Source: an optimization exercise on an open RTL-to-GDS flow (aim: small area and a short achievable clock period). Production flows keep margins and buffers that such runs may drop. Function was checked by simulation only, so behaviour that the tests miss may differ from the original. Power is estimated from default activity; no workload was simulated.

Setup of run A:
## bcdec
module bcdec (
    input  wire         clk,
    input  wire         rst,
    input  wire         in_valid,
    input  wire [511:0] data,
    input  wire [63:0]  bpar,
    input  wire [63:0]  cpar,
    output reg          out_valid,
    output wire [511:0] dout,
    output wire [1:0]   kind,
    output wire [2:0]   loc_word,
    output wire [2:0]   loc_byte,
    output wire [2:0]   loc_bit
);
    wire [63:0] bf, cm;
    genvar gi;
    generate
        for (gi = 0; gi < 64; gi = gi + 1) begin : g_par
            bcdec_par9 u_bf (.x({bpar[gi], data[8*gi +: 8]}), .y(bf[gi]));
            bcdec_par9 u_cm (.x({cpar[gi], data[448+gi], data[384+gi], data[320+gi],
                                 data[256+gi], data[192+gi], data[128+gi], data[64+gi],
                                 data[gi]}), .y(cm[gi]));
        end
    endgenerate
    wire ab, mb, ac, mc;
    bcdec_am64 u_amb (.x(bf), .a(ab), .m(mb));
    bcdec_am64 u_amc (.x(cm), .a(ac), .m(mc));
    wire [7:0] one;
    generate
        for (gi = 0; gi < 8; gi = gi + 1) begin : g_one
            bcdec_nor2 u_one (.a(mb), .b(mc), .y(one[gi]));
        end
    endgenerate
    wire       match;
    wire [2:0] iw, ib, ic;
    bcdec_where u_where (.bf(bf), .cm(cm), .match(match), .iw(iw), .ib(ib), .ic(ic));
    reg [511:0] data_q;
    reg [63:0]  bf_q, cm_q;
    reg         ab_q, mb_q, ac_q, mc_q, match_q;
    reg [7:0]   one_q;
    reg [2:0]   iw_q, ib_q, ic_q;
    always @(posedge clk) begin
        if (rst)
            out_valid <= 1'b0;
        else
            out_valid <= in_valid;
        data_q  <= data;
        bf_q    <= bf;
        cm_q    <= cm;
        ab_q    <= ab;
        mb_q    <= mb;
        ac_q    <= ac;
        mc_q    <= mc;
        match_q <= match;
        one_q   <= one;
        iw_q    <= iw;
        ib_q    <= ib;
        ic_q    <= ic;
    end
    wire [63:0] cmg;
    generate
        for (gi = 0; gi < 64; gi = gi + 1) begin : g_cmg
            bcdec_and2 u_cmg (.a(cm_q[gi]), .b(one_q[gi/8]), .y(cmg[gi]));
        end
    endgenerate
    generate
        for (gi = 0; gi < 512; gi = gi + 1) begin : g_fix
            bcdec_fix u_fix (.d(data_q[gi]), .a(bf_q[8*(gi/64) + (gi%64)/8]),
                             .b(cmg[gi%64]), .y(dout[gi]));
        end
    endgenerate
  ...
Size in the first run: ~3200 cells after synthesis.
export LEC_CHECK = 0
export CAP_MARGIN = 20
export CORE_AREA = 5 5 395 395
export DIE_AREA = 0 0 400 400
export SLEW_MARGIN = 20
export SYNTH_HIERARCHICAL = 1
export SYNTH_MINIMUM_KEEP_SIZE = 0
create_clock -name core_clock -period 12.0 [get_ports {clk}]
standard.sh (not shown) runs the stock make flow with config.mk's settings and CLKGATE_MAP_FILE= SYNTH_SCRIPT=/design/flow/synth_recipe.tcl, a recipe that flattens the netlist after the stock synthesis.
==> flow/flow/run.sh <==
#!/bin/bash
# The standard layout, with the smallest buffers on the ports in place of
# the default delay-cell buffers.
set -euo pipefail
export BUFFER_PORTS_ARGS="-buffer_cell sky130_fd_sc_hd__buf_1"
bash standard.sh > standard_make.log 2>&1
Run A was carried through to the last stage, and its layout satisfied the timing, design-rule and antenna checks.
[inputs] run B vs run A
# run A
export LEC_CHECK = 0
export CAP_MARGIN = 20
export CORE_AREA = 5 5 395 395
export DIE_AREA = 0 0 400 400
export SLEW_MARGIN = 20
export SYNTH_HIERARCHICAL = 1
export SYNTH_MINIMUM_KEEP_SIZE = 0
create_clock -name core_clock -period 12.0 [get_ports {clk}]
# run B
export LEC_CHECK = 0
export CAP_MARGIN = 20
export CORE_AREA = 5 5 635 155
export CTS_BUF_LIST = sky130_fd_sc_hd__clkbuf_8
export CTS_CLUSTER_SIZE = 24
export DIE_AREA = 0 0 640 160
export SLEW_MARGIN = 20
export SYNTH_HIERARCHICAL = 1
export SYNTH_MINIMUM_KEEP_SIZE = 0
create_clock -name core_clock -period 12.0 [get_ports {clk}]
==> flow/flow/run.sh <==
#!/bin/bash
# The standard layout, with the smallest buffers on the ports in place of
# the default delay-cell buffers. Timing repair aims past the clock period so
# that the layout reaches a shorter period.
set -euo pipefail
export BUFFER_PORTS_ARGS="-buffer_cell sky130_fd_sc_hd__buf_1"
export SETUP_SLACK_MARGIN=7.2
bash standard.sh > standard_make.log 2>&1
Notes after the runs:
Taking run A over run B, the number of clock-tree buffers in the layout ratio works out to 0.904. Delta(largest net degree at the start of global routing, run B - run A) < 0. Critical path startpoint = one_q[3]: run A; critical path startpoint = data[94]: run B. Timing, DRC, antenna: 0 failures across run B and run A. In run B, the required time reported for the critical path endpoint came out 2960 ps above the value in run A. Of run B and run A, run A shows the higher area growth from synthesis to final layout, with run B below it. Between run B and run A, the relative contribution of combinational cells to total power is higher for run B. Taking run B over run A, the final wirelength ratio works out to 0.907. Run comparison: run B slowest library cell on the worst path nor4_2; run A slowest library cell on the worst path dfxtp_1.
The inputs of run C differ from those of run B as listed below.
==> flow/flow/run.sh <==
#!/bin/bash
# The standard layout, with the smallest buffers on the ports in place of
# the default delay-cell buffers.
set -euo pipefail
export BUFFER_PORTS_ARGS="-buffer_cell sky130_fd_sc_hd__buf_1"
bash standard.sh > standard_make.log 2>&1
==> summary.txt <==
Both conditions hold for run C: the flow ran to the end and the final layout passed the timing, design-rule and antenna checks.
Lower final critical-path required period among run C and run B: run B
Looking at footprint of the multi-input gates, run C sits about 0.9% below run B.
[compare] base=run B new=run C: top fanout value on the critical path picked up an extra 3, final cycle utilization of the critical path saw an increase.
Relative to run C, the following input files were edited for run D:
# run C
export LEC_CHECK = 0
export CAP_MARGIN = 20
export CORE_AREA = 5 5 635 155
export CTS_BUF_LIST = sky130_fd_sc_hd__clkbuf_8
export CTS_CLUSTER_SIZE = 24
export DIE_AREA = 0 0 640 160
export SLEW_MARGIN = 20
export SYNTH_HIERARCHICAL = 1
export SYNTH_MINIMUM_KEEP_SIZE = 0
create_clock -name core_clock -period 12.0 [get_ports {clk}]
# run D
export LEC_CHECK = 0
export CAP_MARGIN = 20
export CORE_AREA = 5 5 395 395
export DIE_AREA = 0 0 400 400
export SLEW_MARGIN = 20
export SYNTH_HIERARCHICAL = 1
export SYNTH_MINIMUM_KEEP_SIZE = 0
create_clock -name core_clock -period 12.0 [get_ports {clk}]
==> flow/flow/run.sh <==
#!/bin/bash
# The standard layout, with the smallest buffers on the ports in place of
# the default delay-cell buffers. Timing repair aims past the clock period so
# that the layout reaches a shorter period.
set -euo pipefail
export BUFFER_PORTS_ARGS="-buffer_cell sky130_fd_sc_hd__buf_1"
export SETUP_SLACK_MARGIN=7.6
bash standard.sh > standard_make.log 2>&1
--- outcome ---
For the worst slack at placement, run D came in 270 ps lower than run C did.
Summary of the comparison: required time of the critical path is higher in run D, relative to run C.
Run C → run D: clock share of power grew by 5.6 points; register fraction of the total cell area shrank by 4.9 points; placed instance area grew by about 2.8%; wire length grew by 12%.
In run D the final critical-path share of the clock period turned out 6.3 points lower than in run C.

========
Setup of before:
Another version of the RTL of bcdec (not shown whole).
For scale: about 1200 I/O pins.
==> flow/config.mk <==
export PLATFORM = sky130hd
export DESIGN_NAME = bcdec
export DESIGN_NICKNAME = bcdec
export VERILOG_FILES = /design/flow/design.v
export SDC_FILE = /design/flow/constraint.sdc
export NUM_CORES = 4
export LEC_CHECK = 0
export CAP_MARGIN = 20
export CORE_AREA = 5 5 635 155
export CTS_BUF_LIST = sky130_fd_sc_hd__clkbuf_8
export CTS_CLUSTER_SIZE = 24
export DIE_AREA = 0 0 640 160
export SLEW_MARGIN = 20
export SYNTH_HIERARCHICAL = 1
export SYNTH_MINIMUM_KEEP_SIZE = 0
export TNS_END_PERCENT = 50
==> flow/constraint.sdc <==
create_clock -name core_clock -period 12.0 [get_ports {clk}]
set_input_delay 2.4000 -clock core_clock [delete_from_list [all_inputs] [get_ports {clk}]]
set_output_delay 2.4000 -clock core_clock [all_outputs]
set_load 0.01 [all_outputs]
==> flow/flow/run.sh <==
#!/bin/bash
# The standard layout, with the smallest buffers on the ports in place of
# the default delay-cell buffers. Timing repair aims past the clock period so
# that the layout reaches a shorter period.
set -euo pipefail
export BUFFER_PORTS_ARGS="-buffer_cell sky130_fd_sc_hd__buf_1"
export SETUP_SLACK_MARGIN=7.5
bash standard.sh > standard_make.log 2>&1
Inputs modified between before and after:
==> flow/flow/run.sh <==
#!/bin/bash
# The standard layout, with the smallest buffers on the ports in place of
# the default delay-cell buffers, and the pins on the top and bottom edges only
# of a wide, low die. Timing repair aims past the clock period so that the
# layout reaches a shorter period.
set -euo pipefail
export BUFFER_PORTS_ARGS="-buffer_cell sky130_fd_sc_hd__buf_1"
export PLACE_PINS_ARGS="-exclude left:* -exclude right:*"
export SETUP_SLACK_MARGIN=7.5
bash standard.sh > standard_make.log 2>&1
==> flow/config.mk <==
export PLATFORM = sky130hd
export DESIGN_NAME = bcdec
export DESIGN_NICKNAME = bcdec
export VERILOG_FILES = /design/flow/design.v
export SDC_FILE = /design/flow/constraint.sdc
export NUM_CORES = 4
export LEC_CHECK = 0
export CAP_MARGIN = 20
export CORE_AREA = 5 5 595 125
export CTS_BUF_LIST = sky130_fd_sc_hd__clkbuf_8
export CTS_CLUSTER_SIZE = 24
export DIE_AREA = 0 0 600 130
export SLEW_MARGIN = 20
export SYNTH_HIERARCHICAL = 1
export SYNTH_MINIMUM_KEEP_SIZE = 0
--- outcome ---
Taking before as the reference, in after utilization shows an increase of 14 points; total power after layout shows an increase of 96 µW. Going from before to after, fill cell instance count of the final layout shrank by more than a quarter. after: cell count is 312 lower than what before reported.

========
== v36 ==
bcdec with an RTL version that a note above also has.
Size in the first run: ~660 flip-flops, roughly 1200 I/O pins, ~31000 µm² of cells after synthesis.
export LEC_CHECK = 0
export CAP_MARGIN = 20
export CORE_AREA = 5 5 635 155
export CTS_BUF_LIST = sky130_fd_sc_hd__clkbuf_8
export CTS_CLUSTER_SIZE = 24
export DIE_AREA = 0 0 640 160
export SLEW_MARGIN = 20
export SYNTH_HIERARCHICAL = 1
export SYNTH_MINIMUM_KEEP_SIZE = 0
create_clock -name core_clock -period 12.0 [get_ports {clk}]
==> flow/flow/run.sh <==
#!/bin/bash
# The standard layout, with the smallest buffers on the ports in place of
# the default delay-cell buffers. Timing repair aims past the clock period so
# that the layout reaches a shorter period.
set -euo pipefail
export BUFFER_PORTS_ARGS="-buffer_cell sky130_fd_sc_hd__buf_1"
export SETUP_SLACK_MARGIN=7.8
bash standard.sh > standard_make.log 2>&1
diff inputs: v36 => v21
--- a/flow/flow/run.sh
+++ b/flow/flow/run.sh
@@ -6,3 +6,3 @@
 export BUFFER_PORTS_ARGS="-buffer_cell sky130_fd_sc_hd__buf_1"
-export SETUP_SLACK_MARGIN=7.8
+export SETUP_SLACK_MARGIN=8.1
 bash standard.sh > standard_make.log 2>&1
Findings:
v21 went all the way through the flow, and no timing, DRC or antenna check failed. v36 closes out successfully: all stages finished, all timing, DRC and antenna checks passed. v21 vs v36: layout overhead on the synthesized area up. Relative to v36, leakage power has increased by 4.0% in v21. Wire: v21 routes more than v36. When v21 is set beside v36, its maximum vdd drop turns out to be 21 µV larger. The net switching fraction of the power of v21 exceeds that of v36 by 0.33 points. Share of the final layout cell area in sequential cells: v21 vs v36 down 0.81 points. Looking at number of buffers created by CTS, v21 sits about 1.1% lower than v36 does. v21 gives more final critical delay including setup and external delays than v36 did. Max share of the core filled with cells in the final layout across v36 and v21: v21.
For v39, these inputs were changed with respect to v21:
--- a/flow/flow/run.sh
+++ b/flow/flow/run.sh
@@ -6,3 +6,3 @@
 export BUFFER_PORTS_ARGS="-buffer_cell sky130_fd_sc_hd__buf_1"
-export SETUP_SLACK_MARGIN=8.1
+export SETUP_SLACK_MARGIN=7.5
 bash standard.sh > standard_make.log 2>&1
==> comparison <==
Both conditions hold for v39: the flow ran to the end and the final layout passed the timing, design-rule and antenna checks.
Critical path class: flip-flop to primary output -> v21, primary input to flip-flop -> v39
In the flow results for v21 and v39, the period utilization is larger on v39.
v39 -> v21: sequential cell count delta 0, exact match
In v39, sequential share of cell area is higher than in v21.
Going from v21 to v39, non-clock buffer count saw a decrease; switching share of total power now smaller; area overhead of the layout relative to synthesis saw a decrease; final cell count dropped 305; placed cell count ~0 delta.

========
RTL: one of the versions met above, not the one the previous note started from.
Size: about 660 flip-flops.
Design bcdec, start of the top module:
module bcdec (
    input  wire         clk,
    input  wire         rst,
    input  wire         in_valid,
    input  wire [511:0] data,
    input  wire [63:0]  bpar,
    input  wire [63:0]  cpar,
    output reg          out_valid,
    output wire [511:0] dout,
    output wire [1:0]   kind,
    output wire [2:0]   loc_word,
    output wire [2:0]   loc_byte,
    output wire [2:0]   loc_bit
);
clock: 12.0 ns
lec_check: 0
cap_margin: 20
core_area: 5 5 515 275
cts_buf_list: sky130_fd_sc_hd__clkbuf_8
cts_cluster_size: 24
die_area: 0 0 520 280
slew_margin: 20
synth_hierarchical: 1
synth_minimum_keep_size: 0
==> flow/flow/run.sh <==
#!/bin/bash
# The standard layout, with the smallest buffers on the ports in place of
# the default delay-cell buffers. Timing repair aims past the clock period so
# that the layout reaches a shorter period.
set -euo pipefail
export BUFFER_PORTS_ARGS="-buffer_cell sky130_fd_sc_hd__buf_1"
export SETUP_SLACK_MARGIN=7.5
bash standard.sh > standard_make.log 2>&1
The starting point passed the timing, design-rule and antenna checks.
==> next run, changes <==
==> flow/flow/run.sh (replaced) <==
#!/bin/bash
# The standard layout, with the smallest buffers on the ports in place of
# the default delay-cell buffers, and the pins on the top and bottom edges only
# of a wide, low die. Timing repair aims past the clock period so that the
# layout reaches a shorter period.
set -euo pipefail
export BUFFER_PORTS_ARGS="-buffer_cell sky130_fd_sc_hd__buf_1"
export PLACE_PINS_ARGS="-exclude left:* -exclude right:*"
export SETUP_SLACK_MARGIN=7.5
bash standard.sh > standard_make.log 2>&1
- CORE_AREA: 5 5 515 275 -> 5 5 575 145
- DIE_AREA: 0 0 520 280 -> 0 0 580 150
The new run completed with no timing, DRC or antenna violations.
Wire length goes down by about 8%.
Critical path depth goes down by 4.
Setup slack gets better by 4.3 ps.
Hold slack gets better by 62 ps.
Global-route usage goes up by 10 points.
Cell area goes down by 8.9%.
Non-clock buffer count goes down by 46.
Clock-buffer cell count goes down by 27.
==> next run, changes <==
==> flow/flow/run.sh (replaced) <==
#!/bin/bash
# The standard layout, with the smallest buffers on the ports in place of
# the default delay-cell buffers. Timing repair aims past the clock period so
# that the layout reaches a shorter period.
set -euo pipefail
export BUFFER_PORTS_ARGS="-buffer_cell sky130_fd_sc_hd__buf_1"
export SETUP_SLACK_MARGIN=7.5
bash standard.sh > standard_make.log 2>&1
- CORE_AREA: 5 5 575 145 -> 5 5 635 155
- CTS_BUF_LIST: sky130_fd_sc_hd__clkbuf_8 -> sky130_fd_sc_hd__clkbuf_4
- DIE_AREA: 0 0 580 150 -> 0 0 640 160
Core utilization came out higher by 0.68 points. Setup slack gets worse by 71 ps. Total power rose by about 5%.
==> next run, changes <==
- CORE_AREA: 5 5 635 155 -> 5 5 595 195
- CTS_BUF_LIST: sky130_fd_sc_hd__clkbuf_4 -> sky130_fd_sc_hd__clkbuf_8
- DIE_AREA: 0 0 640 160 -> 0 0 600 200
=>
- The changed run completed without violations
- synthesized cell count does not change
- setup slack improved by 43 ps
- via count shrinks by about 8%
- first-iteration DRC count shrinks by about 40%
- power grows by 0.33%
- routed wire length shrinks by 10%
- critical path depth grows by 1
- design area shrinks by about 12%
- area after synthesis is unchanged
==> next run, changes <==
- CORE_AREA: 5 5 595 195 -> 5 5 635 155
- DIE_AREA: 0 0 600 200 -> 0 0 640 160
The changed run completed with no timing, DRC or antenna violations.
First-iteration DRC count grows by 60%.
Final area decreases by 3.3%.
Non-clock buffer count fell by 23.
Wire length came out higher by 6.5%.
Total power shrinks by 5.2%.
Clock-buffer cell count shrinks by 3.
Setup slack gets better by 43 ps.
Sequential cell count does not change.
Via count came out higher by 2.4%.
==> next run, changes <==
- PLACE_DENSITY: not set -> 0.45
What happened:
- The changed run finished with timing, DRC and antenna clean
- die area does not change
- worst setup slack degrades by 88 ps
- synthesized cell count stays the same
- final cell count is about the same
- sequential cell count stays the same
- synthesized area is unchanged
- global-route usage goes down by 2.7 points
- final area increases by 0.73%
- count of clock-buffer cells in the layout is lower by 12
- via count went down by 5.7%
- first-iteration DRC count came out lower by 33%

re-timing with driven ports:
The results above use ideal ports. As a check the final layouts listed here were re-extracted and re-timed, cells and wires unchanged. Step 1 sets driving cells, clkbuf_16 on the clock port and buf_2 on the other inputs (assumed; they add their load-dependent delay and slew). Step 2 adds t to the input delays and takes it off the output delays; t is the mean of the earliest and latest rising clock arrival at the registers after step 1. Input paths then give back, and output paths get back, about the clock's delay inside the block. Three values: ideal ports, drivers, drivers and shift; two values: the first two.
run | t, ns | setup WS [ns] | clock arrival spread, ns
run A | 0.769 | 6.869 / 6.786 / 6.296 | 0.023 / 0.024
run B | 0.749 | 7.185 / 7.182 / 6.443 | 0.038 / 0.038
run C | 0.750 | 6.794 / 6.751 / 6.166 | 0.043 / 0.043
run D | 0.772 | 7.545 / 7.528 / 6.820 | 0.022 / 0.021
before | 0.790 | 7.444 / 7.453 / 6.703 | 0.044 / 0.044
after | 0.748 | 7.409 / 7.439 / 6.691 | 0.046 / 0.046
v36 | 0.768 | 7.560 / 7.519 / 6.794 | 0.051 / 0.051
v21 | 0.776 | 7.518 / 7.477 / 6.935 | 0.052 / 0.052
v39 | 0.756 | 7.460 / 7.435 / 6.688 | 0.049 / 0.049
the first run of note 4 | 0.838 | 7.464 / 7.434 / 6.671 | 0.057 / 0.056
the second run of note 4 | 0.764 | 7.469 / 7.447 / 6.746 | 0.049 / 0.049
the third run of note 4 | 1.002 | 7.397 / 7.328 / 6.415 | 0.078 / 0.079
the fourth run of note 4 | 0.809 | 7.440 / 7.456 / 6.647 | 0.046 / 0.046
the fifth run of note 4 | 0.786 | 7.483 / 7.443 / 6.743 | 0.044 / 0.044
the sixth run of note 4 | 0.766 | 7.395 / 7.407 / 6.641 | 0.043 / 0.043
After both steps setup and hold are still met in every run listed. For the third run of note 4, which loses most, drivers alone change the setup slack by -0.069 ns; drivers and shift together by -0.982 ns.
